From an optimization exercise on the open Yosys and OpenROAD flow, aimed at small area, a short achievable clock period and few clock cycles per item; shortcuts taken in it are not production practice.
In this exercise RTL edits were held to simulation tests only and were not proved equivalent to the original.
The clock port is modelled as an ideal driver; clocking choices that lean on that would not hold on a real chip.

<file path="flow/design.v">
module sha256_engine (
    input  wire         clk,
    input  wire         rst,         
    input  wire         in_valid,
    output wire         in_ready,
    input  wire         in_first,
    input  wire [31:0]  in_data,
    output wire         out_valid,
    input  wire         out_ready,
    output wire [255:0] out_digest
);
    reg        ld;         
    reg        rdy;        
    reg [3:0]  lag;        
    reg        run;        
    reg        fin;        
    reg        ov;         
    reg [3:0]  wcnt;       
    reg [5:0]  kn;         
    reg        first_q;    
    reg        ff_first;   
    reg        early;      
    reg [1:0]  fj;         
    reg [31:0] w [0:15];
    reg [31:0] a, b, c, d, e, f, g, h;
    reg [31:0] p;
    reg [31:0] k_q;        
    reg [31:0] ra [0:3];
    reg [31:0] re [0:3];
    function [31:0] rotr(input [31:0] x, input integer n);
        rotr = (x >> n) | (x << (32 - n));
    endfunction
    function [31:0] bsig0(input [31:0] x);
        bsig0 = rotr(x, 2) ^ rotr(x, 13) ^ rotr(x, 22);
    endfunction
    function [31:0] bsig1(input [31:0] x);
        bsig1 = rotr(x, 6) ^ rotr(x, 11) ^ rotr(x, 25);
    endfunction
    function [31:0] ssig0(input [31:0] x);
        ssig0 = rotr(x, 7) ^ rotr(x, 18) ^ (x >> 3);
    endfunction
    function [31:0] ssig1(input [31:0] x);
        ssig1 = rotr(x, 17) ^ rotr(x, 19) ^ (x >> 10);
    endfunction
    function [31:0] csa_s(input [31:0] x, input [31:0] y, input [31:0] z);
        csa_s = x ^ y ^ z;
    endfunction
    function [31:0] csa_c(input [31:0] x, input [31:0] y, input [31:0] z);
        csa_c = ((x & y) | (x & z) | (y & z)) << 1;
    endfunction
    function [31:0] add_bk(input [31:0] x, input [31:0] y);
        reg [31:0] gg, pp, hs;
        integer l, i;
        begin
            gg = x & y;
            pp = x ^ y;
            hs = pp;
            for (l = 0; l < 5; l = l + 1) begin
                for (i = (2 << l) - 1; i < 32; i = i + (2 << l)) begin
                    gg[i] = gg[i] | (pp[i] & gg[i - (1 << l)]);
                    pp[i] = pp[i] & pp[i - (1 << l)];
                end
            end
            for (l = 3; l >= 0; l = l - 1) begin
                for (i = (3 << l) - 1; i < 32; i = i + (2 << l)) begin
                    gg[i] = gg[i] | (pp[i] & gg[i - (1 << l)]);
                    pp[i] = pp[i] & pp[i - (1 << l)];
                end
            end
            add_bk = hs ^ {gg[30:0], 1'b0};
        end
    endfunction
    localparam [31:0] IV0 = 32'h6a09e667, IV1 = 32'hbb67ae85,
                      IV2 = 32'h3c6ef372, IV3 = 32'ha54ff53a,
                      IV4 = 32'h510e527f, IV5 = 32'h9b05688c,
                      IV6 = 32'h1f83d9ab, IV7 = 32'h5be0cd19;
    wire [5:0] kn1 = kn + 6'd1;
    reg [31:0] k_nx;
    always @(*) begin
        case (kn1)
            6'd0:  k_nx = 32'h428a2f98; 6'd1:  k_nx = 32'h71374491;
            6'd2:  k_nx = 32'hb5c0fbcf; 6'd3:  k_nx = 32'he9b5dba5;
            6'd4:  k_nx = 32'h3956c25b; 6'd5:  k_nx = 32'h59f111f1;
            6'd6:  k_nx = 32'h923f82a4; 6'd7:  k_nx = 32'hab1c5ed5;
            6'd8:  k_nx = 32'hd807aa98; 6'd9:  k_nx = 32'h12835b01;
            6'd10: k_nx = 32'h243185be; 6'd11: k_nx = 32'h550c7dc3;
            6'd12: k_nx = 32'h72be5d74; 6'd13: k_nx = 32'h80deb1fe;
            6'd14: k_nx = 32'h9bdc06a7; 6'd15: k_nx = 32'hc19bf174;
            6'd16: k_nx = 32'he49b69c1; 6'd17: k_nx = 32'hefbe4786;
            6'd18: k_nx = 32'h0fc19dc6; 6'd19: k_nx = 32'h240ca1cc;
            6'd20: k_nx = 32'h2de92c6f; 6'd21: k_nx = 32'h4a7484aa;
            6'd22: k_nx = 32'h5cb0a9dc; 6'd23: k_nx = 32'h76f988da;
            6'd24: k_nx = 32'h983e5152; 6'd25: k_nx = 32'ha831c66d;
            6'd26: k_nx = 32'hb00327c8; 6'd27: k_nx = 32'hbf597fc7;
            6'd28: k_nx = 32'hc6e00bf3; 6'd29: k_nx = 32'hd5a79147;
            6'd30: k_nx = 32'h06ca6351; 6'd31: k_nx = 32'h14292967;
            6'd32: k_nx = 32'h27b70a85; 6'd33: k_nx = 32'h2e1b2138;
            6'd34: k_nx = 32'h4d2c6dfc; 6'd35: k_nx = 32'h53380d13;
            6'd36: k_nx = 32'h650a7354; 6'd37: k_nx = 32'h766a0abb;
            6'd38: k_nx = 32'h81c2c92e; 6'd39: k_nx = 32'h92722c85;
            6'd40: k_nx = 32'ha2bfe8a1; 6'd41: k_nx = 32'ha81a664b;
            6'd42: k_nx = 32'hc24b8b70; 6'd43: k_nx = 32'hc76c51a3;
            6'd44: k_nx = 32'hd192e819; 6'd45: k_nx = 32'hd6990624;
            6'd46: k_nx = 32'hf40e3585; 6'd47: k_nx = 32'h106aa070;
            6'd48: k_nx = 32'h19a4c116; 6'd49: k_nx = 32'h1e376c08;
            6'd50: k_nx = 32'h2748774c; 6'd51: k_nx = 32'h34b0bcb5;
            6'd52: k_nx = 32'h391c0cb3; 6'd53: k_nx = 32'h4ed8aa4a;
            6'd54: k_nx = 32'h5b9cca4f; 6'd55: k_nx = 32'h682e6ff3;
            6'd56: k_nx = 32'h748f82ee; 6'd57: k_nx = 32'h78a5636f;
            6'd58: k_nx = 32'h84c87814; 6'd59: k_nx = 32'h8cc70208;
            6'd60: k_nx = 32'h90befffa; 6'd61: k_nx = 32'ha4506ceb;
            6'd62: k_nx = 32'hbef9a3f7; default: k_nx = 32'hc67178f2;
        endcase
    end
    wire take   = rdy && in_valid;                       
    wire init   = take && wcnt == 4'd0;                  
    wire pstep  = run || (take && wcnt != 4'd0);          
    wire rstep  = run || (take && wcnt[3:1] != 3'd0);     
    wire last   = run && kn == 6'd0;                      
    wire ffwd   = run && (kn[5:1] == 5'd31 || kn == 6'd0);  
    wire fstep  = ffwd || fin;                            
    wire [31:0] ch  = (e & f) ^ (~e & g);
    wire [31:0] maj = (a & b) ^ (a & c) ^ (b & c);
    wire [31:0] s1e = bsig1(e);
    wire [31:0] s0a = bsig0(a);
    wire [31:0] v_s  = csa_s(ch, p, d);
    wire [31:0] v_c  = csa_c(ch, p, d);
    wire [31:0] e1_s = csa_s(s1e, v_s, v_c);
    wire [31:0] e1_c = csa_c(s1e, v_s, v_c);
    wire [31:0] e_new = e1_s + e1_c;
    wire [31:0] u_s  = csa_s(ch, maj, p);
    wire [31:0] u_c  = csa_c(ch, maj, p);
    wire [31:0] a1_s = csa_s(s1e, s0a, u_s);
    wire [31:0] a1_c = csa_c(s1e, s0a, u_s);
    wire [31:0] a2_s = csa_s(a1_s, a1_c, u_c);
    wire [31:0] a2_c = csa_c(a1_s, a1_c, u_c);
    wire [31:0] a_new = a2_s + a2_c;
    wire [31:0] h0    = fin ? (first_q ? IV7 : re[1]) : h;
    wire [31:0] hn    = (ld && wcnt == 4'd1) ? h0 : g;
    wire [31:0] pn_s  = csa_s(hn, k_q, w[15]);
    wire [31:0] pn_c  = csa_c(hn, k_q, w[15]);
    wire [31:0] p_new = pn_s + pn_c;
    wire [31:0] u0_s = csa_s(ssig1(w[14]), w[9], ssig0(w[1]));
    wire [31:0] u0_c = csa_c(ssig1(w[14]), w[9], ssig0(w[1]));
    wire [31:0] u1_s = csa_s(u0_s, u0_c, w[0]);
    wire [31:0] u1_c = csa_c(u0_s, u0_c, w[0]);
    wire [31:0] wnew = u1_s + u1_c;
    wire [3:0] wcnt_n = take ? wcnt + 4'd1 : wcnt;
    wire       ld_n   = (take && wcnt == 4'd15) ? 1'b0 :
                        ((run && kn == 6'd63) ? 1'b1 : ld);
    wire [3:0] lag_n  = (!ld_n || wcnt_n == 4'd0 || take) ? 4'd0 : lag + 4'd1;
    wire       ov_n   = fin ? 1'b1 : (ov && !out_ready ? 1'b1 : 1'b0);
    wire       rdy_n  = ld_n && lag_n == 4'd0 && !(wcnt_n == 4'd15 && ov_n);
    reg [31:0] iva, ive;
    always @(*) begin
        case (fj)
            2'd0:    begin iva = IV3; ive = IV7; end
            2'd1:    begin iva = IV2; ive = IV6; end
            2'd2:    begin iva = IV1; ive = IV5; end
            default: begin iva = IV0; ive = IV4; end
        endcase
    end
    wire [31:0] fa_sum = add_bk(ff_first ? iva : ra[0], a);
    wire [31:0] fe_sum = add_bk(ff_first ? ive : re[0], e);
    assign in_ready   = rdy;
    assign out_valid  = ov;
    assign out_digest = {ra[3], ra[2], ra[1], ra[0], re[3], re[2], re[1], re[0]};
    integer i;
    always @(posedge clk) begin
        if (rst) begin
            ld   <= 1'b1;
            rdy  <= 1'b1;
            lag  <= 4'd0;
            run  <= 1'b0;
            fin  <= 1'b0;
            ov   <= 1'b0;
            wcnt <= 4'd0;
        end else begin
            ld   <= ld_n;
            rdy  <= rdy_n;
            lag  <= lag_n;
            wcnt <= wcnt_n;
            ov   <= ov_n;
            fin  <= last;
            if (take && wcnt == 4'd15)
                run <= 1'b1;
            else if (last)
                run <= 1'b0;
        end
    end
    always @(posedge clk) begin
        if (init) begin
            kn  <= 6'd0;
            k_q <= 32'h428a2f98;
        end else if (pstep) begin
            kn  <= kn1;
            k_q <= k_nx;
        end
        if (init)
            first_q <= in_first;
        if (take && wcnt == 4'd15)
            ff_first <= first_q;
        early <= init && run;
        fj    <= (run && kn == 6'd61) ? 2'd0 : fj + 2'd1;
        for (i = 0; i < 15; i = i + 1)
            w[i] <= w[i + 1];
        w[15] <= take ? in_data : (run ? wnew : w[0]);
        if (pstep)
            p <= p_new;
        if ((init && in_first && !run) || (fin && early && first_q)) begin
            {a, b, c, d, e, f, g, h} <= {IV0, IV1, IV2, IV3, IV4, IV5, IV6, IV7};
        end else if (rstep) begin
            h <= g;
            g <= f;
            f <= e;
            e <= e_new;
            d <= c;
            c <= b;
            b <= a;
            a <= a_new;
        end else if (fin) begin
            {a, b, c, d} <= {fa_sum, ra[3], ra[2], ra[1]};
            {e, f, g, h} <= {fe_sum, re[3], re[2], re[1]};
        end
        if (fstep) begin
            ra[0] <= ra[1]; ra[1] <= ra[2]; ra[2] <= ra[3]; ra[3] <= fa_sum;
            re[0] <= re[1]; re[1] <= re[2]; re[2] <= re[3]; re[3] <= fe_sum;
        end
    end
endmodule
</file>
<file path="flow/flow/run.sh">
#!/bin/bash
# Layout flow: the standard synthesis and layout, with
#  - port buffers of sky130_fd_sc_hd__buf_1,
#  - a clock tree built from clkbuf_16 leaf clusters of up to 24 sinks and
#    no dummy balancing loads.

# Each tool's output goes to a log file in the work folder.
set -euo pipefail
export BUFFER_PORTS_ARGS="-buffer_cell sky130_fd_sc_hd__buf_1"
export CTS_ARGS="-sink_clustering_enable -repair_clock_nets -sink_clustering_size 24 -sink_clustering_max_diameter 100 -buf_list sky130_fd_sc_hd__clkbuf_16 -dont_use_dummy_load"

bash standard.sh synth > synth.log 2>&1
bash standard.sh finish > layout.log 2>&1
</file>
<file path="flow/standard.sh">
#!/bin/bash
# synth_recipe.tcl (not shown) runs the flow's synth.tcl, then flattens the netlist and writes it again
# the make line also repeats each setting of config.mk as NAME=value (left out here)
make -C /OpenROAD-flow-scripts/flow DESIGN_CONFIG=/design/flow/config.mk WORK_HOME=/design/flow/orfs CLKGATE_MAP_FILE= SYNTH_SCRIPT=/design/flow/synth_recipe.tcl "${@:-finish}"
</file>
<file path="flow/config.mk">
export PLATFORM = sky130hd
export DESIGN_NAME = sha256_engine
export DESIGN_NICKNAME = sha256_engine
export VERILOG_FILES = /design/flow/design.v
export SDC_FILE = /design/flow/constraint.sdc
export NUM_CORES = 4
export LEC_CHECK = 0
export CAP_MARGIN = 20
export CORE_MARGIN = 2
export CORE_UTILIZATION = 30
export PLACE_DENSITY = 0.75
export SETUP_SLACK_MARGIN = 5
export SLEW_MARGIN = 20
</file>
<file path="flow/constraint.sdc">
create_clock -name core_clock -period 10.0 [get_ports {clk}]
set_input_delay 2.0000 -clock core_clock [delete_from_list [all_inputs] [get_ports {clk}]]
set_output_delay 2.0000 -clock core_clock [all_outputs]
set_load 0.01 [all_outputs]
</file>
==> results.txt, run 1 <==
- The overall die area is 0.187 sq mm.
- The number of warnings issued by yosys is 4.
- After floorplanning, the core was divided into 157 placement rows.
- The kind of end point of the critical path is a register.
- By count the netlist is led by dfxtp_1 (822), inv_1 (572), nor2_1 (394).
- The slew at the pin closest to its max-slew limit is 1060 ps.
- The number of DRC violations after detailed-routing iteration 0 is 4329.
- For this design, the sink count on the clock tree is 1112.
- Once placement completed, the tool counted placed cells totaling 7753.
- The number of pins with negative max-slew slack in the final report came to 0.
- Of the total synthesized cell area, the portion taken by full adders, half adders and majority gates is 15.0%.
- The shortest period the worst path allows is 4940 ps.
- The width of the die is 432 um.
- The multi-input combinational cells in the finished layout cover a total of 0.0270 sq mm.
- TritonCTS built the clock tree.
- The tool flagged a number of max-cap violations equal to 0.
- STA puts the critical path data arrival time at 5520 ps.
- Averaged over all synthesized cells, the footprint is 10.3 sq um.
- The area share of the largest cell type after synthesis is 30.0%.
- The detailed router placed 40.7k vias in this run.
- Pin placement for this block handled 295 I/O pins.
- For this run, design rule violations remaining after detail routing come to 0.
- The count of non-filler cells in the finished layout is 7846.
- The library cell contributing the largest single delay on the critical path is dfxtp_1.
- The number of failing hold endpoints at the final stage is 0.
- For the final routed database, the setup TNS stands at 0 ps.
- Cells with a size suffix above 1 make up 5.39% of the layout.
- The post-detailed-route wirelength per cell is 23.8 um.
- On the final layout, the worst clock skew is 149 ps.
- The compound-cell area share of the yosys netlist is 14.0%.
- Ranked by total cell area, the synthesized netlist is headed by dfxtp_1 (30%), edfxtp_1 (16%), fa_1 (10%), xnor2_1 (4.9%), ha_1 (4.8%).
- The number of antenna violations at the first check in global routing is 10.
- The area of the placeable core is 0.182 sq mm.
- Compared with the post-synthesis result, the final layout area differs by 10.5%.
- For this run, the post-layout net count is 5987.
- The fraction of the yosys area taken by sequential cells is 45.8%.
- The footprint of the flip-flops and latches is 0.0253 sq mm.
- The synthesized netlist devotes 8.18% of its cell area to simple gates.
- The synthesized-area fraction occupied by xor and xnor cells is 6.46%.
- The category of the worst setup path launch point is a register.
- After layout, the worst path uses 49.4% of the clock period.
- Walking the worst path, the cells encountered are a21o_1 -> o21ai_0 -> fa_1 -> inv_1 -> fa_1 -> fa_1 -> ha_1 -> and2_1 -> and4_1 -> a31oi_1 -> o21ai_0 -> a31oi_4 -> o31ai_2 -> nor3_1 -> o21bai_1 -> xnor2_1 -> a221oi_1.
- The die outline height is 432 um.
- The multiplexer share of the synthesized area is 4.45%.
- The count of input and output buffers is 294.
- The maximum single-stage delay on the critical path is 670 ps.
- The detailed placer's ending HPWL is 142 mm.
- CTS built an H-tree with a depth of 2.
- The flow ran to the end and the layout has no timing, DRC or antenna violations.
- The first-pass iteration count of the detailed router is 7.
- The number of routed nets with antenna violations is 0.
- The clock-pin slew reported for the worst setup and hold paths after clock tree synthesis is 110 ps.
- In this design, the critical path's most frequently occurring cell is fa_1.
- The most instantiated library cell after synthesis is dfxtp_1.
- The required time of the worst setup path is 10580 ps.
- The number of storage elements in the synthesis netlist is 1112.
- Routability-driven placement finished with a final weighted congestion of 0.952.
- The dominant combinational cell family by area after synthesis is adder cells.
- The async set or reset register ratio after synthesis is 0%.
- The global-route wire length before repair is 267 mm.
- The fill cell instance count of the final layout is 18.3k.
- The routed wire length is 187 mm.
- Setup repair after global routing could not meet its margin everywhere.
- Timing would allow up to 202 MHz.
- The library cell occupying the most area in the post-synthesis netlist is dfxtp_1.
- The tree is rooted in a clkbuf_16.
- For the worst-skew pair, the clock arrives at the later sink with an insertion delay of 730 ps.
- In this run, CTS created clock tree buffers numbering 57.
- The via count of the first global-routing pass is 38.6k.
- The critical path is of the register to register type.
- The initial standard-cell utilization of the core is 30.1%.
- The flip-flop cell with the highest count after synthesis is dfxtp_1.
- The number of buffers on the longest clock path is 3.
- The instance count of the mapped netlist is 5332.
- After detailed routing, the number of vias per cell comes to 5.19.
- The final-report setup violation count is 0.
- The path category of the worst min-delay check is register to register.
- Entering global routing, the biggest net connects 181 pins.
- The number of flops mapped to enable cells by yosys is 290.
- In this run the cell area of the synthesized design comes to 0.0549 sq mm.
- Along the worst path, the maximum fanout reaches 7.
- The number of different library cells used by synthesis comes to 78.
- The global-route usage over all layers is 19.3%.
- The number of nets handed over by synthesis was 5860.
- Headroom to the max-slew limit came out at 29.6%.
- The overflow left after global routing is 0.
-- per-stage QoR --
stage / area (sq um) / hold slack [ps] / util, % / setup WS, ps
4_1_cts: 60200 / 284 / 33.0 / 4940
2_1_floorplan: 54900 / 310 / - / 5220
6_report: 60700 / 278 / 33.2 / 5060
5_1_grt: 60700 / 287 / 33.2 / 4830
3_3_place_gp: 58400 / 310 / 32.0 / 4170
3_5_place_dp: 58400 / 312 / 32.0 / 4030
-- worst max-delay path, delay by kind of cell, from the launching register on --
kind / cells / cell delay (ps)
buf+inv: 1 / 60
compound gates: 8 / 1420
flops: 1 / 670
fa+ha+maj: 4 / 1910
simple gates: 3 / 630
xor+xnor: 1 / 140
-- registers in the layout, indices dropped and copies added (netlist names), 2 cells and up --
| signal | cells |
|---|---|
| a | 32 |
| b | 32 |
| c | 32 |
| d | 32 |
| e | 32 |
| f | 32 |
| fj | 2 |
| g | 32 |
| h | 32 |
| k_q | 32 |
| kn | 6 |
| lag | 4 |
| p | 32 |
| ra | 128 |
| re | 128 |
| w | 512 |
| wcnt | 4 |
-- path summary, 6_finish.rpt --
path | startpoint | slack (ps) | to | depth (start not counted)
setup / recovery | a[21] | 5060 | a[31] | 17
hold / removal | w[12][4] | 280 | w[11][4] | 0
setup reg to reg | a[21] | 5060 | a[31] | 17
hold reg to reg | w[12][4] | 280 | w[11][4] | 0
-- per-layer routing --
metal / wire, um / track usage (%) / up-vias
li1: - / - / 18303
met3: 13300 / 2.46 / 361
met2: 87300 / 31.7 / 1878
met1: 76400 / 25.4 / 20154
met5: 58 / 0 / -
met4: 9600 / 8.31 / 8
-- logic make-up (layout without fill, tap and decap cells) --
| family | count (synthesis) | in the layout |
|---|---|---|
| other | 0 | 4 |
| AO/OA/AOI/OAI | 1167 | 1167 |
| multiplexers | 241 | 241 |
| buffers and inverters | 879 | 1004 |
| adder cells (fa/ha/maj) | 492 | 492 |
| AND/OR/NAND/NOR | 1036 | 1036 |
| XOR/XNOR | 405 | 405 |
| flip-flops | 1112 | 1112 |
-- cell usage in the layout, fill, tap and decap left out, drive strengths merged, types with 8 or more instances in the layout --
cell type  count
a2111oi        8
a211o         11
a211oi       179
a21boi         9
a21o          89
a21oi        280
a221oi        14
a311oi        19
a31oi         32
and2          10
and3          20
buf          369
clkbuf        57
dfxtp        822
edfxtp       290
fa           281
ha           210
inv          572
mux2i        233
nand2        362
nand2b        32
nand3         66
nand4         13
nor2         394
nor2b         46
nor3          46
nor3b         14
o211ai       139
o21a          28
o21ai        227
o21bai        15
o221ai        14
o22ai          9
o311ai        39
o31ai         11
or2           11
xnor2        310
xor2          95
-- layout make-up --
type / instances / area share (%)
Sequential cell: 1112 / 41.6
Inverter: 575 / 3.57
Tap cell: 2385 / 4.92
Timing Repair inverter: 1 / 0.0124
Timing Repair Buffer: 371 / 3.04
Clock buffer: 57 / 2.35
Antenna cell: 4 / 0.0165
Multi-Input combinational cell: 3341 / 44.5
-- timing repair --
action | 4_1_cts | 5_1_grt
pin swaps | 9 | 15
cloned | 3 | 0
setup endpoints to repair | 42 | 35
gates resized for setup | 66 | 96
setup buffers | 10 | 19
hold buffers | 0 | 0
Testbench counts, summed over its fixed seeds: cycles 55,794, blocks 858.
==> run 2: changes to the inputs <==
--- a/flow/config.mk
+++ b/flow/config.mk
@@ -9,4 +9,3 @@
 export CORE_MARGIN = 2
-export CORE_UTILIZATION = 30
-export PLACE_DENSITY = 0.75
+export CORE_UTILIZATION = 20
 export SETUP_SLACK_MARGIN = 5
==> results.txt, run 2 <==
- The highest routing layer actually used is met5.
- The overall die area is 0.279 sq mm (+49%).
- The slew at the pin closest to its max-slew limit is 1150 ps (+90.6 ps).
- The number of storage elements in the synthesis netlist was 1112 (unchanged).
- Tracing the worst setup path back leads to its startpoint at in_valid.
- The clock skew is 112 ps (-37.2 ps).
- The count of different cell masters after synthesis is 78 (unchanged).
- The number of clock sinks is 1112 (unchanged).
- The number of instances on the worst hold path is 0 (unchanged).
- By count the netlist is led by dfxtp_1 (822), inv_1 (572), nor2_1 (394).
- The met1 wire length is 91.5 mm (+20%).
- The CTS tree is yes.
- The number of DRC violations after detailed-routing iteration 0 was 3896 (-10%).
- The category of the worst setup path launch point is an input pin.
- The number of top-level pins was 295 (unchanged).
- The routability-driven placement congestion ratio is 0.902 (-5.3%).
- The ratio of cells with drive above 1 in the final layout is 6.83% (+1.4 points).
- The global-route usage over all layers is 14.1% (-5.2 points).
- The maximum number of pins on one net before global-route repair is 208 (+15%).
- The async set or reset register ratio after synthesis was 0% (unchanged).
- The arrival time at the worst endpoint came to 5550 ps (+30 ps).
- The total DRC errors in the routed layout is 0 (unchanged).
- The number of warnings issued by yosys was 4 (unchanged).
- The count of input and output buffers is 294 (unchanged).
- The width of the die is 528 um (+22%).
- The flip-flop count of the largest register, all copies and words added was 512 (unchanged).
- Setup repair after global routing could not meet its margin everywhere.
- The clock-pin slew reported for the worst setup and hold paths after clock tree synthesis was 90 ps (-20 ps).
- The number of flops mapped to enable cells by yosys is 290 (unchanged).
- The flip-flop cell with the highest count after synthesis is dfxtp_1.
- The kind of end point of the critical path is a register.
- The met3 wire length was 14.0 mm (+5.6%).
- The initial standard-cell utilization of the core is 20.1% (-10 points).
- The global-route wire length before repair came to 288 mm (+7.8%).
- The number of nets at the end of the flow is 6023 (+0.60%).
- The highest clock rate is 200 MHz (-1.4%).
- The number of antenna violations at the first check in global routing is 14 (+4).
- The worst max-slew margin expressed relative to the limit was 23.6% (-6.0 points).
- The library cell occupying the most area in the post-synthesis netlist is dfxtp_1.
- The clock buffer count from CTS is 55 (-3.5%).
- The first-pass iteration count of the detailed router is 8 (+1).
- The count of non-filler cells in the finished layout is 9087 (+16%).
- The via count of the first global-routing pass is 38.0k (-1.5%).
- The number of routed nets with antenna violations came to 0 (unchanged).
- The number of buffers on the longest clock path is 3 (unchanged).
- The number of pins with negative max-slew slack in the final report is 0 (unchanged).
- The number of violations of the max-capacitance limit came to 0 (unchanged).
- The worst register-to-register path ends at a[21].
- The fraction of the yosys area taken by sequential cells is 45.8% (unchanged).
- The via total after detailed routing was 40.3k (-0.87%).
- The critical path is of the input pin to register type.
- The post-detailed-route wirelength per cell is 22.6 um (-4.8%).
- The number of nets in the synthesized netlist is 5860 (unchanged).
- The die outline height was 528 um (+22%).
- The final-report setup violation count is 0 (unchanged).
- The clock latency of the later-clocked register in the worst-skew pair is 770 ps (+40 ps).
- The area share of the largest cell type after synthesis is 30.0% (unchanged).
- The shortest period the worst path allows is 5010 ps (+68.4 ps).
- The source of the worst hold timing path is w[5][28].
- Yosys attributes the largest share of cell area to dfxtp_1 (30%), edfxtp_1 (16%), fa_1 (10%), xnor2_1 (4.9%), ha_1 (4.8%).
- The number of failing hold endpoints at the final stage came to 0 (unchanged).
- The average size of a mapped cell was 10.3 sq um (unchanged).
- The end of the worst hold path is w[4][28].
- The instance count of the mapped netlist was 5332 (unchanged).
- The required time of the worst setup path was 10540 ps (-40 ps).
- In the layout the commonest cells are dfxtp_1 (759), inv_1 (565), nor2_1 (387).
- The overflow left after global routing is 0 (unchanged).
- The number of rows created at floorplan is 192 (+22%).
- In this run the worst hold path is classified as register to register.
- The clock tree root driver cell is clkbuf_16.
- The portion of the clock cycle consumed by the worst path in the final layout is 50.1% (+0.68 points).
- The length in cells of the worst reg-to-reg path came to 15 (-2).
- The most instantiated library cell after synthesis is dfxtp_1.
- The reg-to-reg critical path startpoint is e[29].
- The final sum of negative setup slack is 0 ps (unchanged).
- The largest registers in the layout are w (512), ra (128), re (128).
- The area of the placeable core came to 0.273 sq mm (+50%).
- The detailed placer's ending HPWL is 158 mm (+11%).
- The run finished with no timing, DRC or antenna violations.
- The instance count after placement with tap cells included is 8959 (+16%).
- The count of hold-fix buffers inserted at cts is 0 (unchanged).
- The cell area after synthesis is 0.0549 sq mm (unchanged).
- The count of H-tree levels built during CTS is 2 (unchanged).
- w holds more flip-flops than any other register.
- The signed area change from the synthesized netlist to the final layout is 14.4%.
- Leaving out fill and tap cells, the most frequent cell in the layout is dfxtp_1.
- The routed wire length is 206 mm (+10%).
- The post-detailed-route via-to-cell ratio is 4.44 (-14%).
- The routed wire length on met2 came to 93.6 mm (+7.2%).
- The setup slack of the worst register-to-register path is 5090 ps (+30 ps).
- The peak fanout along the critical path came to 67 (+60).
==> run 2: timing repair <==
item / CTS / global route
cloned: 3 / 3
endpoints found under the setup margin: 132 / 88
resized for setup: 97 / 148
pin swaps: 9 / 34
buffers inserted: 13 / 48
hold endpoints to repair: 0 / 0
==> run 2: area by class of cell <==
| type | count | area [sq um] |
|---|---|---|
| Fill cell | 29325 | 211000 |
| Multi-Input combinational cell | 3341 | 27200 |
| Sequential cell | 1112 | 25300 |
| Tap cell | 3589 | 4490 |
| Timing Repair Buffer | 409 | 2240 |
| Inverter | 575 | 2170 |
| Clock buffer | 55 | 1380 |
| Antenna cell | 5 | 12.5 |
| Timing Repair inverter | 1 | 7.51 |
==> run 2: cell families (layout without fill, tap and decap cells) <==
group | Yosys count | after routing | synth area share, %
buf+inv | 879 | 1040 | 6.03
compound gates | 1167 | 1167 | 14.0
xor+xnor | 405 | 405 | 6.46
mux | 241 | 241 | 4.45
simple gates | 1036 | 1036 | 8.18
fa+ha+maj | 492 | 492 | 15.0
flops | 1112 | 1112 | 45.8
other cells | 0 | 5 | 0
==> run 2: how the worst max path moves through the flow <==
stage	slack, ps	cells past startpoint	end
detailed placement	3660	22	e[31]
CTS	4770	20	e[31]
global placement	3540	22	e[31]
floorplan	5220	19	a[30]
finish	4990	8	h[6]
global route	4860	22	e[31]
==> run 2: worst max-delay path: stages <==
cell and delay (ps):
buf_1 90, and2_2 380, nand3_1 560, clkinv_2 500, nand3b_1 200, nand2_4 590, buf_4 810, nor3_1 140
==> run 2: layer usage <==
layer  global-route usage (%)  vias up
met4                     3.84       14
met1                     19.8    20095
li1                         -    18393
met3                     1.78      246
met2                     22.6     1601
met5                        0        -
==> run 2: per-stage QoR <==
stage	hold slack (ps)	setup slack, ps	utilization [%]	area [sq um]
after floorplan	310	5220	-	54900
after global placement	310	3540	21.9	59900
after detailed placement	312	3660	21.9	59900
after CTS	267	4770	22.6	61900
after global routing	270	4860	23.0	62800
final	263	4990	23.0	62800
==> run 3: changes to the inputs <==
--- a/flow/config.mk
+++ b/flow/config.mk
@@ -9,3 +9,3 @@
 export CORE_MARGIN = 2
-export CORE_UTILIZATION = 20
+export CORE_UTILIZATION = 30
 export SETUP_SLACK_MARGIN = 5
==> results.txt, run 3 <==
- The maximum number of pins on one net before global-route repair is 161 (-23%).
- The die outline height came to 432 um (-18%).
- The routed wire length is 188 mm (-8.8%).
- The final sum of negative setup slack is 0 ps (unchanged).
- The post-detailed-route via-to-cell ratio is 5.04 (+13%).
- The highest clock rate was 204 MHz (+2.1%).
- The cell area after synthesis was 0.0549 sq mm (unchanged).
- The via count of the first global-routing pass was 38.0k (-0.10%).
- The routability-driven placement congestion ratio is 0.933 (+3.5%).
- The run finished with no timing, DRC or antenna violations.
- The fraction of the yosys area taken by sequential cells was 45.8% (unchanged).
- The average size of a mapped cell is 10.3 sq um (unchanged).
- Leaving out fill and tap cells, the most frequent cells in the layout are dfxtp_1 (772), inv_1 (567), nor2_1 (387).
- The clock-pin slew reported for the worst setup and hold paths after clock tree synthesis was 100 ps (about the same).
- The number of DRC violations after detailed-routing iteration 0 is 3016 (-23%).
- The count of H-tree levels built during CTS came to 2 (unchanged).
- The number of routed nets with antenna violations is 0 (unchanged).
- The ratio of cells with drive above 1 in the final layout is 6.16% (-0.66 points).
- The number of rows created at floorplan is 157 (-18%).
- The number of nets at the end of the flow is 6015 (-0.13%).
- The slew at the pin closest to its max-slew limit came to 1090 ps (-52.8 ps).
- The number of buffers on the longest clock path is 3 (unchanged).
- The number of pins with negative max-slew slack in the final report came to 0 (unchanged).
- The final-report setup violation count is 0 (unchanged).
- The portion of the clock cycle consumed by the worst path in the final layout is 49.1% (-1.0 points).
- The number of failing hold endpoints at the final stage is 0 (unchanged).
- The number of clock sinks is 1112 (unchanged).
- The post-detailed-route wirelength per cell is 23.9 um (+5.3%).
- The worst setup path is captured at a register.
- The fill cell instance count of the final layout came to 18.4k (-37%).
- The worst setup path is launched from a register.
- The area of the placeable core came to 0.182 sq mm (-33%).
- The instance count of the mapped netlist is 5332 (unchanged).
- The critical path goes through inv_1 -> nand2_1 -> o21ai_0 -> fa_1 -> inv_1 -> fa_1 -> fa_1 -> ha_1 -> and4_1 -> a31oi_1 -> o21ai_1 -> a31oi_4 -> o31ai_2 -> nor3_2 -> o21bai_1 -> xnor2_1 -> a221oi_1.
- The first-pass iteration count of the detailed router is 6 (-2).
- The most common cell after layout, fill and taps aside is dfxtp_1.
- The clock latency of the later-clocked register in the worst-skew pair is 770 ps (about the same).
- The total DRC errors in the routed layout is 0 (unchanged).
- The tightest min-delay check is of the register to register type.
- The overall die area is 0.187 sq mm (-33%).
- The via total after detailed routing came to 39.6k (-1.8%).
- The number of top-level pins is 295 (unchanged).
- The global-route usage over all layers is 19.6% (+5.5 points).
- The library cell appearing most often on the critical path is fa_1.
- The required time of the worst setup path was 10570 ps (+30 ps).
- The largest registers in the layout are w (512), ra (128), re (128).
- The initial standard-cell utilization of the core is 30.1% (+10 points).
- The critical path start-end classification is register to register.
- The post-placement cell area is 0.0584 sq mm (-2.5%).
- The detailed placer's ending HPWL is 143 mm (-9.7%).
- In the post-synthesis netlist, the cell with the most instances is dfxtp_1.
- The overflow left after global routing was 0 (unchanged).
- The global-route wire length before repair is 270 mm (-6.2%).
- dfxtp_1 takes more of the synthesized area than any other cell.
- The count of input and output buffers was 294 (unchanged).
- Compared with the post-synthesis result, the final layout area differs by 11.2%.
- The width of the die is 432 um (-18%).
- The number of violations of the max-capacitance limit is 0 (unchanged).
- In the synthesized netlist the dominant register cell turns out to be dfxtp_1.
- Setup repair after global routing could not meet its margin everywhere.
- The worst max-slew margin expressed relative to the limit is 27.1% (+3.5 points).
- The peak fanout along the critical path was 7 (-90%).
- On the critical path, the stage with the largest delay is an instance of dfxtp_1.
- In the synthesized netlist, the cells that appear most often are dfxtp_1 (822), inv_1 (572), nor2_1 (394).
- The count of different cell masters after synthesis is 78 (unchanged).
- The number of storage elements in the synthesis netlist is 1112 (unchanged).
- The clock buffer count from CTS is 57 (+3.6%).
- TritonCTS built the clock tree.
- The number of warnings issued by yosys is 4 (unchanged).
- The number of antenna violations at the first check in global routing was 7 (-7).
- The clock skew is 160 ps (+48.1 ps).
- The async set or reset register ratio after synthesis was 0% (unchanged).
- The arrival time at the worst endpoint is 5470 ps (-80 ps).
- The maximum single-stage delay on the critical path came to 650 ps (-160 ps).
- The clock tree root driver cell is clkbuf_16.
- The flip-flop count of the largest register, all copies and words added was 512 (unchanged).
- The area share of the largest cell type after synthesis is 30.0% (unchanged).
- The number of nets in the synthesized netlist was 5860 (unchanged).
- The area of all placed cells without fillers was 0.0611 sq mm (-2.8%).
- In the post-synthesis netlist, the biggest area contributors are dfxtp_1 (30%), edfxtp_1 (16%), fa_1 (10%), xnor2_1 (4.9%), ha_1 (4.8%).
- The footprint of the flip-flops and latches is 0.0253 sq mm (-0.10%).
- The register with the highest flop count is w.
- The number of flops mapped to enable cells by yosys is 290 (unchanged).
- The shortest period the worst path allows is 4910 ps (-104 ps).
- The area of combinational cells with multiple inputs is 0.0271 sq mm (-0.29%).
-- run 3: cell counts after synthesis --
Identical to the previous run, type by type.
-- run 3: critical path, delay by kind of cell (launching register included) --
family,cells,cell delay [ps]
compound gates,7,1450
xor+xnor,1,100
fa+ha+maj,4,1950
buf+inv,2,230
flops,1,650
simple gates,3,430
-- run 3: logic make-up after synthesis --
kind of cell | synth area share, %
adder cells (fa/ha/maj) | 15.0
AND/OR/NAND/NOR | 8.18
multiplexers | 4.45
XOR/XNOR | 6.46
buffers and inverters | 6.03
AO/OA/AOI/OAI | 14.0
flip-flops | 45.8
-- run 3: repair_timing --
action | in CTS | in global routing
endpoints found under the hold margin | 0 | 0
hold buffers | 0 | 0
gates cloned | 3 | 1
setup endpoints to repair | 118 | 134
buffers inserted | 16 | 36
pin swaps | 11 | 17
resized for setup | 91 | 111
-- run 3: final cells by class --
class	instances	area share, %
well taps	2385	4.89
clock buffers	57	2.34
inverters	575	3.55
repair inverters	1	0.0123
flip-flops and latches	1112	41.4
diodes	2	0.00820
multi-input cells	3342	44.4
repair buffers	398	3.38
-- run 3: routing by layer --
metal,vias up,routed length [um],GRT usage [%],share of wire [%]
li1,18343,-,-,-
met1,19716,81500,26.5,43
met2,1326,88000,32.3,47
met3,251,10500,2.31,5.6
met4,4,7760,6.93,4.1
met5,-,25,0,0.013
-- run 3: per-stage QoR --
stage / utilization (%) / setup slack (ps) / instances / hold slack [ps]
finish: 33.5 / 5090 / 7872 / 272
global route: 33.5 / 4860 / 7870 / 285
global placement: 32.0 / 3910 / 7757 / 310
floorplan: - / 5220 / 5332 / 310
CTS: 33.1 / 4880 / 7833 / 277
detailed placement: 32.0 / 3830 / 7757 / 312
-- run 3: path summary, 6_finish.rpt --
| kind | end | depth (start not counted) | slack (ps) | startpoint |
|---|---|---|---|---|
| setup / recovery | a[31] | 17 | 5090 | a[22] |
| hold / removal | w[4][19] | 0 | 270 | w[5][19] |
| setup reg to reg | a[31] | 17 | 5090 | a[22] |
| hold reg to reg | w[4][19] | 0 | 270 | w[5][19] |
==> run 4: changes to the inputs <==
==> flow/flow/run.sh (replaced) <==
#!/bin/bash
# Layout flow: the standard synthesis and layout, with
#  - port buffers of sky130_fd_sc_hd__buf_1,
#  - a clock tree built from clkbuf_16 leaf clusters of up to 30 sinks and
#    no dummy balancing loads.

# Each tool's output goes to a log file in the work folder.
set -euo pipefail
export BUFFER_PORTS_ARGS="-buffer_cell sky130_fd_sc_hd__buf_1"
export CTS_ARGS="-sink_clustering_enable -repair_clock_nets -sink_clustering_size 30 -sink_clustering_max_diameter 100 -buf_list sky130_fd_sc_hd__clkbuf_16 -dont_use_dummy_load"

bash standard.sh synth > synth.log 2>&1
bash standard.sh finish > layout.log 2>&1
==> results.txt, run 4 <==
- The core occupancy in the finished layout was 33.3% (-0.15 points).
- The number of warnings issued by yosys is 4 (unchanged).
- The flow ran to the end and the layout has no timing, DRC or antenna violations.
- The routability-driven placement congestion ratio is 0.933 (unchanged).
- The flip-flop count of the largest register, all copies and words added is 512 (unchanged).
- The number of rows created at floorplan was 157 (unchanged).
- The slew at the pin closest to its max-slew limit was 1160 ps (+68.1 ps).
- The global-route wire length before repair was 269 mm (-0.27%).
- The overall die area is 0.187 sq mm (unchanged).
- The ratio of cells with drive above 1 in the final layout is 5.94% (-0.22 points).
- The count of input and output buffers was 294 (unchanged).
- The number of failing hold endpoints at the final stage came to 0 (unchanged).
- The first-pass iteration count of the detailed router is 6 (unchanged).
- The worst max-slew margin expressed relative to the limit was 21.6% (-5.5 points).
- The number of routed nets with antenna violations is 0 (unchanged).
- The clock buffer count from CTS is 49 (-14%).
- After synthesis, the most frequently instantiated cells are dfxtp_1 (822), inv_1 (572), nor2_1 (394).
- The count of hold-fix buffers inserted at cts is 0 (unchanged).
- The number of nets at the end of the flow came to 5999 (-0.27%).
- The number of DRC violations after detailed-routing iteration 0 is 3149 (+4.4%).
- The maximum number of pins on one net before global-route repair is 161 (unchanged).
- The area share of the largest cell type after synthesis is 30.0% (unchanged).
- In the post-synthesis netlist, the cell with the most instances is dfxtp_1.
- The flip-flop cell with the highest count after synthesis is dfxtp_1.
- The average size of a mapped cell came to 10.3 sq um (unchanged).
- The global-route usage over all layers was 19.6% (-0.067 points).
- The count of non-filler cells in the finished layout is 7854 (-0.23%).
- The clock skew is 129 ps (-31.0 ps).
- The largest registers in the layout are w (512), ra (128), re (128).
- The category of the worst setup path launch point is a register.
- The arrival time at the worst endpoint is 5570 ps (+100 ps).
- The number of nets in the synthesized netlist is 5860 (unchanged).
- The via total after detailed routing is 39.5k (-0.31%).
- The library cells used most frequently in the layout, excluding fill and tap cells, are dfxtp_1 (770), inv_1 (566), nor2_1 (386).
- The initial standard-cell utilization of the core was 30.1% (unchanged).
- The critical path start-end classification is register to register.
- The total DRC errors in the routed layout is 0 (unchanged).
- The fill cell instance count of the final layout came to 18.4k (+0.20%).
- Leaving out fill and tap cells, the most frequent cell in the layout is dfxtp_1.
- The async set or reset register ratio after synthesis is 0% (unchanged).
- The CTS tree is yes.
- The instance count of the mapped netlist is 5332 (unchanged).
- The highest clock rate is 199 MHz (-2.4%).
- The final sum of negative setup slack is 0 ps (unchanged).
- The number of storage elements in the synthesis netlist is 1112 (unchanged).
- The area of all placed cells without fillers came to 0.0608 sq mm (-0.45%).
- The kind of end point of the critical path is a register.
- Yosys attributes the largest share of cell area to dfxtp_1 (30%), edfxtp_1 (16%), fa_1 (10%), xnor2_1 (4.9%), ha_1 (4.8%).
- The post-placement cell area is 0.0584 sq mm (unchanged).
- The path category of the worst min-delay check is register to register.
- Setup repair after global routing could not meet its margin everywhere.
- The clock-pin slew reported for the worst setup and hold paths after clock tree synthesis was 100 ps (about the same).
- The number of pins with negative max-slew slack in the final report came to 0 (unchanged).
- The peak fanout along the critical path came to 8 (+1).
- The via count of the first global-routing pass is 37.9k (-0.18%).
- The number of top-level pins is 295 (unchanged).
- The routed wire length is 188 mm (about the same).
- The count of H-tree levels built during CTS came to 2 (unchanged).
- The die outline height is 432 um (unchanged).
- The number of violations of the max-capacitance limit is 0 (unchanged).
- The count of different cell masters after synthesis is 78 (unchanged).
- The area of the placeable core is 0.182 sq mm (unchanged).
- The register with the highest flop count is w.
- The fraction of the yosys area taken by sequential cells came to 45.8% (unchanged).
- The number of buffers on the longest clock path is 3 (unchanged).
- The largest total area in the synthesized netlist belongs to dfxtp_1.
- The root buffer cell chosen for the clock tree is clkbuf_16.
- The clock latency of the later-clocked register in the worst-skew pair is 750 ps (-20 ps).
- The final-report setup violation count is 0 (unchanged).
- The overflow left after global routing is 0 (unchanged).
- The number of flops mapped to enable cells by yosys is 290 (unchanged).
- The portion of the clock cycle consumed by the worst path in the final layout came to 50.3% (+1.2 points).
- The worst hold slack after final layout is 269 ps (-2.82 ps).
- The number of antenna violations at the first check in global routing is 6 (-1).
- The number of clock sinks is 1112 (unchanged).
- The required time of the worst setup path is 10540 ps (-30 ps).
- The post-detailed-route via-to-cell ratio is 5.03 (about the same).
- The post-detailed-route wirelength per cell is 23.9 um (+0.21%).
- The shortest period the worst path allows is 5030 ps (+122 ps).
- The cell area after synthesis is 0.0549 sq mm (unchanged).
- The width of the die is 432 um (unchanged).
- The instance count after placement with tap cells included is 7757 (unchanged).
- Compared with the post-synthesis result, the final layout area differs by 10.7%.
- The final antenna diode count was 0 (-2).
- The detailed placer's ending HPWL came to 143 mm (unchanged).
## run 4: changes by cell type in the layout (fill, tap and decap cells not counted), sizes merged
cell | previous run | this run
diode | 2 | 0
clkbuf | 58 | 50
buf | 396 | 388
## run 4: layout make-up
cell class / instances / area [sq um] / share of cell area [%]
Multi-Input combinational cell: 3342 / 27200 / 44.7
Sequential cell: 1112 / 25300 / 41.6
Tap cell: 2385 / 2980 / 4.91
Inverter: 575 / 2170 / 3.56
Timing Repair Buffer: 390 / 1960 / 3.23
Clock buffer: 49 / 1230 / 2.02
Timing Repair inverter: 1 / 7.51 / 0.0123
## run 4: kinds of logic after synthesis
kind of cell	synth area share, %
flip-flops	45.8
XOR/XNOR	6.46
multiplexers	4.45
buffers and inverters	6.03
AND/OR/NAND/NOR	8.18
AO/OA/AOI/OAI	14.0
adder cells (fa/ha/maj)	15.0
## run 4: critical path, cell delays in order, from the launching register on
cell and delay, ps:
dfxtp_1 640, mux2i_1 690, fa_1 530, inv_1 90, fa_1 400, fa_1 440, ha_1 420, and4_1 280
a31oi_1 100, o21ai_1 150, a31oi_4 80, o31ai_2 420, nor3_2 60, o21bai_1 200, xnor2_1 100, a221oi_1 300
## run 4: layer usage
metal | part of all wire [%] | GRT usage [%] | vias up
met5 | 0.021 | 0 | -
met4 | 4.4 | 7.47 | 6
met3 | 5.2 | 2.16 | 273
met2 | 47 | 32.0 | 1301
met1 | 44 | 26.5 | 19622
li1 | - | - | 18314
## run 4: worst paths after layout
path              startpoint  endpoint  slack [ps]  cells after the start
setup / recovery       e[22]     a[31]        4970                     15
hold / removal      w[4][16]  w[3][16]         270                      0
setup reg to reg       e[22]     a[31]        4970                     15
hold reg to reg     w[4][16]  w[3][16]         270                      0
## run 4: timing repair
| item | 4_1_cts | 5_1_grt |
|---|---|---|
| resized for setup | 90 | 120 |
| setup buffers | 20 | 24 |
| pin swaps | 11 | 22 |
| endpoints found under the setup margin | 118 | 136 |
| cloned | 3 | 1 |
## run 4: metrics by stage
| step | setup slack, ps |
|---|---|
| 3_3_place_gp | 3910 |
| 5_1_grt | 4810 |
| 4_1_cts | 4770 |
| 3_5_place_dp | 3830 |
| 2_1_floorplan | 5220 |
| 6_report | 4970 |
==> run 5: changes to the inputs <==
--- a/flow/design.v
+++ b/flow/design.v
@@ -130,8 +130,8 @@
     wire [31:0] e_new = e1_s + e1_c;
-    wire [31:0] u_s  = csa_s(ch, maj, p);
-    wire [31:0] u_c  = csa_c(ch, maj, p);
-    wire [31:0] a1_s = csa_s(s1e, s0a, u_s);
-    wire [31:0] a1_c = csa_c(s1e, s0a, u_s);
-    wire [31:0] a2_s = csa_s(a1_s, a1_c, u_c);
-    wire [31:0] a2_c = csa_c(a1_s, a1_c, u_c);
+    wire [31:0] u_s  = csa_s(p, s1e, ch);
+    wire [31:0] u_c  = csa_c(p, s1e, ch);
+    wire [31:0] a1_s = csa_s(u_s, u_c, maj);
+    wire [31:0] a1_c = csa_c(u_s, u_c, maj);
+    wire [31:0] a2_s = csa_s(a1_s, a1_c, s0a);
+    wire [31:0] a2_c = csa_c(a1_s, a1_c, s0a);
     wire [31:0] a_new = a2_s + a2_c;
==> flow/flow/run.sh (replaced) <==
#!/bin/bash
# Layout flow: the standard synthesis and layout, with
#  - port buffers of sky130_fd_sc_hd__buf_1,
#  - a clock tree built from clkbuf_16 leaf clusters of up to 24 sinks and
#    no dummy balancing loads.

# Each tool's output goes to a log file in the work folder.
set -euo pipefail
export BUFFER_PORTS_ARGS="-buffer_cell sky130_fd_sc_hd__buf_1"
export CTS_ARGS="-sink_clustering_enable -repair_clock_nets -sink_clustering_size 24 -sink_clustering_max_diameter 100 -buf_list sky130_fd_sc_hd__clkbuf_16 -dont_use_dummy_load"

bash standard.sh synth > synth.log 2>&1
bash standard.sh finish > layout.log 2>&1
==> results.txt, run 5 <==
- The area of combinational cells with multiple inputs came to 0.0280 sq mm (+3.2%).
- The slew at the pin closest to its max-slew limit is 1090 ps (-72.9 ps).
- The final sum of negative setup slack came to 0 ps (unchanged).
- The instance count of the mapped netlist is 5328 (-0.075%).
- The number of nets in the synthesized netlist is 5866 (+0.10%).
- The worst setup path is captured at a register.
- The number of instances on the worst hold path came to 0 (unchanged).
- The arrival time at the worst endpoint came to 5570 ps (about the same).
- The clock latency of the later-clocked register in the worst-skew pair is 740 ps (about the same).
- The core occupancy in the finished layout is 33.5% (+0.20 points).
- The number of failing hold endpoints at the final stage is 0 (unchanged).
- The required time of the worst setup path is 10620 ps (+80 ps).
- The routability-driven placement congestion ratio was 0.984 (+5.4%).
- The portion of the clock cycle consumed by the worst path in the final layout is 49.5% (-0.82 points).
- The async set or reset register ratio after synthesis is 0% (unchanged).
- The number of violations of the max-capacitance limit is 0 (unchanged).
- The overall die area is 0.188 sq mm (+0.78%).
- The top cell family by delay on the critical path is adder cells.
- The global-route wire length before repair is 271 mm (+0.94%).
- The highest clock rate is 202 MHz (+1.7%).
- The critical path start-end classification is register to register.
- The clock skew came to 124 ps (-4.66 ps).
- The library cell occupying the most area in the post-synthesis netlist is dfxtp_1.
- The worst max-slew margin expressed relative to the limit came to 25.5% (+4.0 points).
- The area share of the largest cell type after synthesis is 29.7% (-0.23 points).
- The number of storage elements in the synthesis netlist is 1112 (unchanged).
- Among the stages of the critical path, the cell type that occurs most often is fa_1.
- The footprint of the flip-flops and latches is 0.0252 sq mm (-0.20%).
- The clock tree root driver cell is clkbuf_16.
- The maximum number of pins on one net before global-route repair came to 100 (-38%).
- The overflow left after global routing is 0 (unchanged).
- In the final layout, the registers with the most flip-flops are w (512), ra (128), re (128).
- The number of routed nets with antenna violations came to 0 (unchanged).
- The number of buffers on the longest clock path is 3 (unchanged).
- The area of all placed cells without fillers is 0.0614 sq mm (+1.0%).
- The first-pass iteration count of the detailed router is 8 (+2).
- The library cell contributing the largest single delay on the critical path is dfxtp_2.
- The total DRC errors in the routed layout is 0 (unchanged).
- The die outline height is 434 um (+0.39%).
- The clock-pin slew reported for the worst setup and hold paths after clock tree synthesis is 110 ps (about the same).
- The reg-to-reg critical path startpoint is e[28].
- The shortest period the worst path allows came to 4950 ps (-82.4 ps).
- The initial standard-cell utilization of the core is 30.2% (+0.11 points).
- In the post-synthesis netlist, the biggest area contributors are dfxtp_1 (30%), edfxtp_1 (16%), fa_1 (9.2%), ha_1 (5.6%), xnor2_1 (5.2%).
- The setup slack of the worst register-to-register path is 5050 ps (+80 ps).
- The count of hold-fix buffers inserted at cts is 0 (unchanged).
- The post-detailed-route wirelength per cell is 24.2 um (+1.4%).
- The final-report setup violation count is 0 (unchanged).
- The flip-flop count of the largest register, all copies and words added is 512 (unchanged).
- From synthesis to final layout, the design area changed by 10.9%.
- The number of warnings issued by yosys is 4 (unchanged).
- The most instantiated library cell after synthesis is dfxtp_1.
- The length in cells of the worst reg-to-reg path is 16 (+1).
- The number of top-level pins is 295 (unchanged).
- The number of DRC violations after detailed-routing iteration 0 is 3953 (+26%).
- The fraction of the yosys area taken by sequential cells is 45.5% (-0.36 points).
- The width of the die is 434 um (+0.39%).
- The count of input and output buffers is 294 (unchanged).
- The fill cell instance count of the final layout is 18.5k (+0.75%).
- The most common cell after layout, fill and taps aside is dfxtp_1.
- The cell area after synthesis is 0.0554 sq mm (+0.79%).
- The flip-flop cell with the highest count after synthesis is dfxtp_1.
- The source of the worst hold timing path is w[6][3].
- The number of clock sinks was 1112 (unchanged).
- The number of rows created at floorplan is 157 (unchanged).
- Ranked by instance count, the synthesized netlist is headed by dfxtp_1 (822), inv_1 (456), nand2_1 (348).
- The count of H-tree levels built during CTS is 2 (unchanged).
- The path category of the worst min-delay check is register to register.
- The via total after detailed routing is 40.4k (+2.3%).
- The CTS tree is yes.
- The via count of the first global-routing pass is 38.7k (+2.2%).
- The area of the placeable core came to 0.183 sq mm (+0.43%).
- The detailed placer's ending HPWL is 146 mm (+2.4%).
- The post-detailed-route via-to-cell ratio is 5.10 (+1.4%).
- STA classifies the critical path startpoint as a register.
- The buffer and inverter count on the worst path is 1 (unchanged).
- Counting flops per register, the top entry is w.
- The number of antenna violations at the first check in global routing came to 12 (+6).
- The number of flops mapped to enable cells by yosys is 290 (unchanged).
- The clock buffer count from CTS came to 58 (+18%).
- The routed wire length is 192 mm (+2.3%).
- The post-placement cell area is 0.0590 sq mm (+0.94%).
- Setup repair after global routing could not meet its margin everywhere.
- Traced cell by cell, the critical path runs through xor2_1 -> xnor2_1 -> fa_1 -> inv_1 -> fa_1 -> fa_1 -> ha_1 -> nand2_1 -> o21ai_0 -> nor4_1 -> o31a_1 -> a211oi_2 -> o31a_1 -> o21ai_1 -> nand2_1 -> o221ai_1.
- The top cell types in the final layout, fill and taps aside, are dfxtp_1 (792), inv_1 (453), nand2_1 (344).
- The end of the worst hold path is w[5][3].
- The maximum single-stage delay on the critical path is 560 ps (-130 ps).
- The global-route usage over all layers was 19.7% (+0.16 points).
- The number of nets at the end of the flow is 5998 (-0.017%).
- The flow ran to the end and the layout has no timing, DRC or antenna violations.
- The peak fanout along the critical path is 9 (+1).
- The worst hold slack after final layout is 291 ps (+22.4 ps).
- The average size of a mapped cell is 10.4 sq um (+0.86%).
- The reg-to-reg critical path endpoint is a[29].
- The count of different cell masters after synthesis came to 75 (-3.8%).
- The ratio of cells with drive above 1 in the final layout is 5.72% (-0.23 points).
- The number of pins with negative max-slew slack in the final report is 0 (unchanged).
-- run 5: through the flow --
step / setup slack, ps / cells
finish: 5050 / 7925
global route: 4920 / 7922
CTS: 4980 / 7904
detailed placement: 3750 / 7835
global placement: 3730 / 7834
floorplan: 5190 / 5328
-- run 5: logic make-up after synthesis --
group                      Yosys count  synth area share (%)
DFF                               1112                  45.5
xor gates and xnor gates           433                  6.85
AOI/OAI and AO/OA                 1197                  14.0
muxes                              274                  5.02
buffers and inverters              771                  5.26
and+or+nand+nor                   1005                  8.02
adders and majority gates          536                  15.4
-- run 5: layout make-up --
class                   instances  area share (%)
diodes                          3          0.0122
inverters                     459            2.82
repair buffers                383            3.07
well taps                    2464            5.02
multi-input cells            3446            45.6
flip-flops and latches       1112            41.1
clock buffers                  58            2.36
-- run 5: how the worst max path moves through the flow --
stage / startpoint / end / slack, ps / depth (start not counted)
global route: e[21] / a[30] / 4920 / 17
detailed placement: e[26] / a[29] / 3750 / 21
finish: e[28] / a[29] / 5050 / 16
floorplan: e[26] / a[29] / 5190 / 22
CTS: e[3] / a[29] / 4980 / 20
global placement: e[25] / a[29] / 3730 / 23
-- run 5: repair_timing --
action	in CTS	in global routing
cloned	0	3
pin swaps	9	14
resized for setup	82	91
setup endpoints to repair	74	38
buffers inserted	11	15
-- run 5: per-layer routing --
| metal | wire (um) | share of wire [%] | track usage, % |
|---|---|---|---|
| met1 | 80600 | 42 | 26.1 |
| met2 | 88200 | 46 | 31.8 |
| met3 | 11100 | 5.8 | 2.00 |
| met4 | 12200 | 6.3 | 10.4 |
| met5 | 0 | 0 | 0 |
Testbench counts of run 5, summed over its fixed seeds: cycles 55,794, blocks 858.
==> run 6: changes to the inputs <==
--- a/flow/flow/run.sh
+++ b/flow/flow/run.sh
@@ -4,4 +4,6 @@
 #  - a clock tree built from clkbuf_16 leaf clusters of up to 24 sinks and
-#    no dummy balancing loads.
-
+#    no dummy balancing loads,
+#  - after the clock tree, a delay cell in front of the clock pin of each
+#    flip-flop of the working variable a (flow/skew.tcl): useful skew for the
+#    register-to-register paths into a.
 # Each tool's output goes to a log file in the work folder.
@@ -10,3 +12,3 @@
 export CTS_ARGS="-sink_clustering_enable -repair_clock_nets -sink_clustering_size 24 -sink_clustering_max_diameter 100 -buf_list sky130_fd_sc_hd__clkbuf_16 -dont_use_dummy_load"
-
+export POST_CTS_TCL="$PWD/flow/skew.tcl"
 bash standard.sh synth > synth.log 2>&1
==> flow/flow/skew.tcl (new file) <==
# Useful skew for the paths into working variable a: one clkdlybuf4s50_1 in
# front of the clock pin of each of a's flip-flops.  The paths from e, f, g
# and p into a pass one more adder level than any path from a to a, which
# this delay balances; then legalize the new cells.
set block [ord::get_db_block]
set n 0
foreach inst [$block getInsts] {
  set name [$inst getName]
  if {![regexp {^a\\\[[0-9]+\\\]\$} $name]} { continue }
  set clkpin [$inst findITerm CLK]
  if {$clkpin == "NULL"} { continue }
  set net [$clkpin getNet]
  set loc [$inst getLocation]
  insert_buffer -buffer_cell sky130_fd_sc_hd__clkdlybuf4s50_1 \
    -net [sta::find_net [$net getName]] \
    -load_pins [list [sta::find_pin "$name/CLK"]] \
    -location [list [ord::dbu_to_microns [lindex $loc 0]] [ord::dbu_to_microns [lindex $loc 1]]] \
    -buffer_name skewbuf_$n -net_name skewnet_$n
  incr n
}
puts "skew buffers inserted: $n"
detailed_placement
check_placement -verbose
==> results.txt, run 6 <==
- The number of pins with negative max-slew slack in the final report was 0 (unchanged).
- The count of input and output buffers was 294 (unchanged).
- The number of warnings issued by yosys is 4 (unchanged).
- The required time of the worst setup path was 10470 ps (-150 ps).
- In the final layout, the registers with the most flip-flops are w (512), ra (128), re (128).
- Setup repair after global routing could not meet its margin everywhere.
- The flip-flop count of the largest register, all copies and words added came to 512 (unchanged).
- The via count of the first global-routing pass is 38.9k (+0.42%).
- The first-pass iteration count of the detailed router is 7 (-1).
- The cell area after synthesis came to 0.0554 sq mm (unchanged).
- The shortest period the worst path allows is 4900 ps (-44.9 ps).
- The library cells used most frequently in the layout, excluding fill and tap cells, are dfxtp_1 (795), inv_1 (453), nand2_1 (344).
- The area share of the largest cell type after synthesis came to 29.7% (unchanged).
- The number of storage elements in the synthesis netlist is 1112 (unchanged).
- The instance count after placement with tap cells included came to 7835 (unchanged).
- The routed wire length is 192 mm (about the same).
- The number of antenna violations at the first check in global routing is 12 (unchanged).
- The fill cell instance count of the final layout was 18.5k (+0.011%).
- The number of top-level pins is 295 (unchanged).
- The number of nets in the synthesized netlist is 5866 (unchanged).
- The post-detailed-route via-to-cell ratio is 5.10 (-0.10%).
- The signed area change from the synthesized netlist to the final layout is 11.0% (about the same).
- The instance count of the mapped netlist is 5328 (unchanged).
- The number of failing hold endpoints at the final stage was 0 (unchanged).
- The via total after detailed routing is 40.5k (+0.24%).
- The clock-pin slew reported for the worst setup and hold paths after clock tree synthesis is 90 ps (-20 ps).
- Leaving out fill and tap cells, the most frequent cell in the layout is dfxtp_1.
- The critical path launch point is in_valid.
- The global-route usage over all layers is 19.7% (+0.032 points).
- The die outline height is 434 um (unchanged).
- In the post-synthesis netlist, the biggest area contributors are dfxtp_1 (30%), edfxtp_1 (16%), fa_1 (9.2%), ha_1 (5.6%), xnor2_1 (5.2%).
- The number of nets at the end of the flow is 6025 (+0.45%).
- Ranked by instance count, the synthesized netlist is headed by dfxtp_1 (822), inv_1 (456), nand2_1 (348).
- The area of the placeable core is 0.183 sq mm (unchanged).
- The count of different cell masters after synthesis is 75 (unchanged).
- The async set or reset register ratio after synthesis is 0% (unchanged).
- For this run, the leading register cell type out of synthesis is dfxtp_1.
- The worst hold slack after final layout is 291 ps (-0.356 ps).
- The global-route wire length before repair came to 272 mm (+0.21%).
- The detailed placer's ending HPWL is 146 mm (unchanged).
- The worst setup path is launched from an input pin.
- The flow ran to the end and the layout has no timing, DRC or antenna violations.
- The library cell occupying the most area in the post-synthesis netlist is dfxtp_1.
- The startpoint identified for the worst hold timing path is w[6][3].
- The CTS tree is yes.
- The slew at the pin closest to its max-slew limit was 1070 ps (-16.5 ps).
- The final setup slack of the worst path is 5100 ps (+44.9 ps).
- The width of the die is 434 um (unchanged).
- The clock skew was 585 ps (+461 ps).
- The number of rows created at floorplan is 157 (unchanged).
- The clock latency of the later-clocked register in the worst-skew pair is 1200 ps (+460 ps).
- The peak fanout along the critical path is 62 (+53).
- The number of routed nets with antenna violations is 0 (unchanged).
- The worst-case setup slack after placement is 3750 ps (unchanged).
- The maximum number of pins on one net before global-route repair is 100 (unchanged).
- The overall die area was 0.188 sq mm (unchanged).
- The initial standard-cell utilization of the core came to 30.2% (unchanged).
- The number of flops mapped to enable cells by yosys is 290 (unchanged).
- The worst hold path belongs to the class register to register.
- The ratio of cells with drive above 1 in the final layout is 5.00% (-0.72 points).
- The total DRC errors in the routed layout was 0 (unchanged).
- The reg-to-reg critical path startpoint is w[14][29].
- dfxtp_1 is the most common cell in the netlist.
- The worst max-slew margin expressed relative to the limit is 28.5% (+3.0 points).
- The critical path start-end classification is input pin to register.
- The average size of a mapped cell is 10.4 sq um (unchanged).
- The overflow left after global routing is 0 (unchanged).
- The register with the highest flop count is w.
- The highest clock rate is 204 MHz (+0.92%).
- The fraction of the yosys area taken by sequential cells is 45.5% (unchanged).
- The number of violations of the max-capacitance limit is 0 (unchanged).
- The portion of the clock cycle consumed by the worst path in the final layout is 49.0% (-0.45 points).
- The count of non-filler cells in the finished layout is 7952 (+0.34%).
- The post-detailed-route wirelength per cell came to 24.2 um (-0.26%).
- The final sum of negative setup slack is 0 ps (unchanged).
- The final-report setup violation count was 0 (unchanged).
- The number of clock sinks is 1112 (unchanged).
- The routability-driven placement congestion ratio came to 0.984 (unchanged).
- The number of DRC violations after detailed-routing iteration 0 is 3903 (-1.3%).
- The arrival time at the worst endpoint is 5370 ps (-200 ps).
- STA classifies the critical path endpoint as a register.
[run 6: final cells by class, clock buffers not listed]
class | count | area, sq um | area share [%]
Timing Repair Buffer | 378 | 1850 | 3.02
Tap cell | 2464 | 3080 | 5.02
Inverter | 459 | 1730 | 2.81
Sequential cell | 1112 | 25200 | 41.0
Multi-Input combinational cell | 3446 | 27800 | 45.2
Antenna cell | 3 | 7.51 | 0.0122
[run 6: metal layers]
| metal | share of wire, % | track usage [%] |
|---|---|---|
| met5 | 0 | 0 |
| met2 | 46 | 31.9 |
| met3 | 5.6 | 2.03 |
| met4 | 6.3 | 10.4 |
| met1 | 42 | 26.1 |
[run 6: path summary, 6_finish.rpt]
kind / to / slack, ps / cells past startpoint
max: d[4] / 5100 / 9
max reg2reg: w[15][28] / 5160 / 15
min reg2reg: w[5][3] / 290 / 0
min: w[5][3] / 290 / 0
[run 6: stage by stage]
stage               util, %  cell area (sq um)
floorplan                 -              55400
global placement       32.2              58900
detailed placement     32.2              59000
global route           33.5              61400
finish                 33.5              61400
[run 6: worst max-delay path, cell delays in order]
cell and delay (ps):
buf_1 80, and2_2 230, nand3_1 650, clkinv_1 210, nand3_1 210, and2_4 410, buf_4 730, buf_6 550
o211ai_1 170
[run 6: cell families (layout without fill, tap and decap cells)]
group	after synthesis	count (layout)	share of synthesized area, %
flops	1112	1112	45.5
other cells	0	3	0
simple gates	1005	1006	8.02
xor+xnor	433	433	6.85
compound gates	1197	1197	14.0
buf+inv	771	927	5.26
fa+ha+maj	536	536	15.4
mux	274	274	5.02

## re-timing with driven ports
How much do the figures lean on ideal ports? The routed layouts below were timed once more, with nothing changed but the port constraints.
Step 1 assumes that a clkbuf_16 drives the clock port and a buf_2 every other input.
Step 2, shift: input delay + t, output delay - t, t = (earliest + latest rising clock arrival at the registers) / 2. This alone moves slack from input paths to output paths.
Slacks: ideal / step 1 / step 2; pairs: ideal / step 1.
run	shift t [ns]	setup WS [ns]	worst setup path at the end	latest minus earliest clock arrival (ns)	worst register clock-pin slew, ns	worst slew at a driven data input, ns
run 1	0.742	5.057 / 5.057 / 4.574	input to register	0.162 / 0.161	0.11 / 0.11	0.18
run 2	0.793	4.989 / 5.043 / 4.249	input to register	0.119 / 0.119	0.11 / 0.11	0.22
run 3	0.776	5.093 / 5.093 / 4.427	input to register	0.160 / 0.160	0.11 / 0.11	0.14
run 4	0.771	4.970 / 4.970 / 4.433	input to register	0.129 / 0.129	0.12 / 0.12	0.14
run 5	0.747	5.053 / 5.053 / 4.566	input to register	0.126 / 0.125	0.11 / 0.11	0.14
run 6	0.980	5.098 / 5.147 / 4.167	input to register	0.585 / 0.586	0.11 / 0.11	0.14
In run 6 the clock reaches the registers at very different times; t lies between them, and the last value is a rough guide only. The setup slack of run 6, which loses most, moves by +0.049 ns with the drivers and by -0.931 ns with both steps.
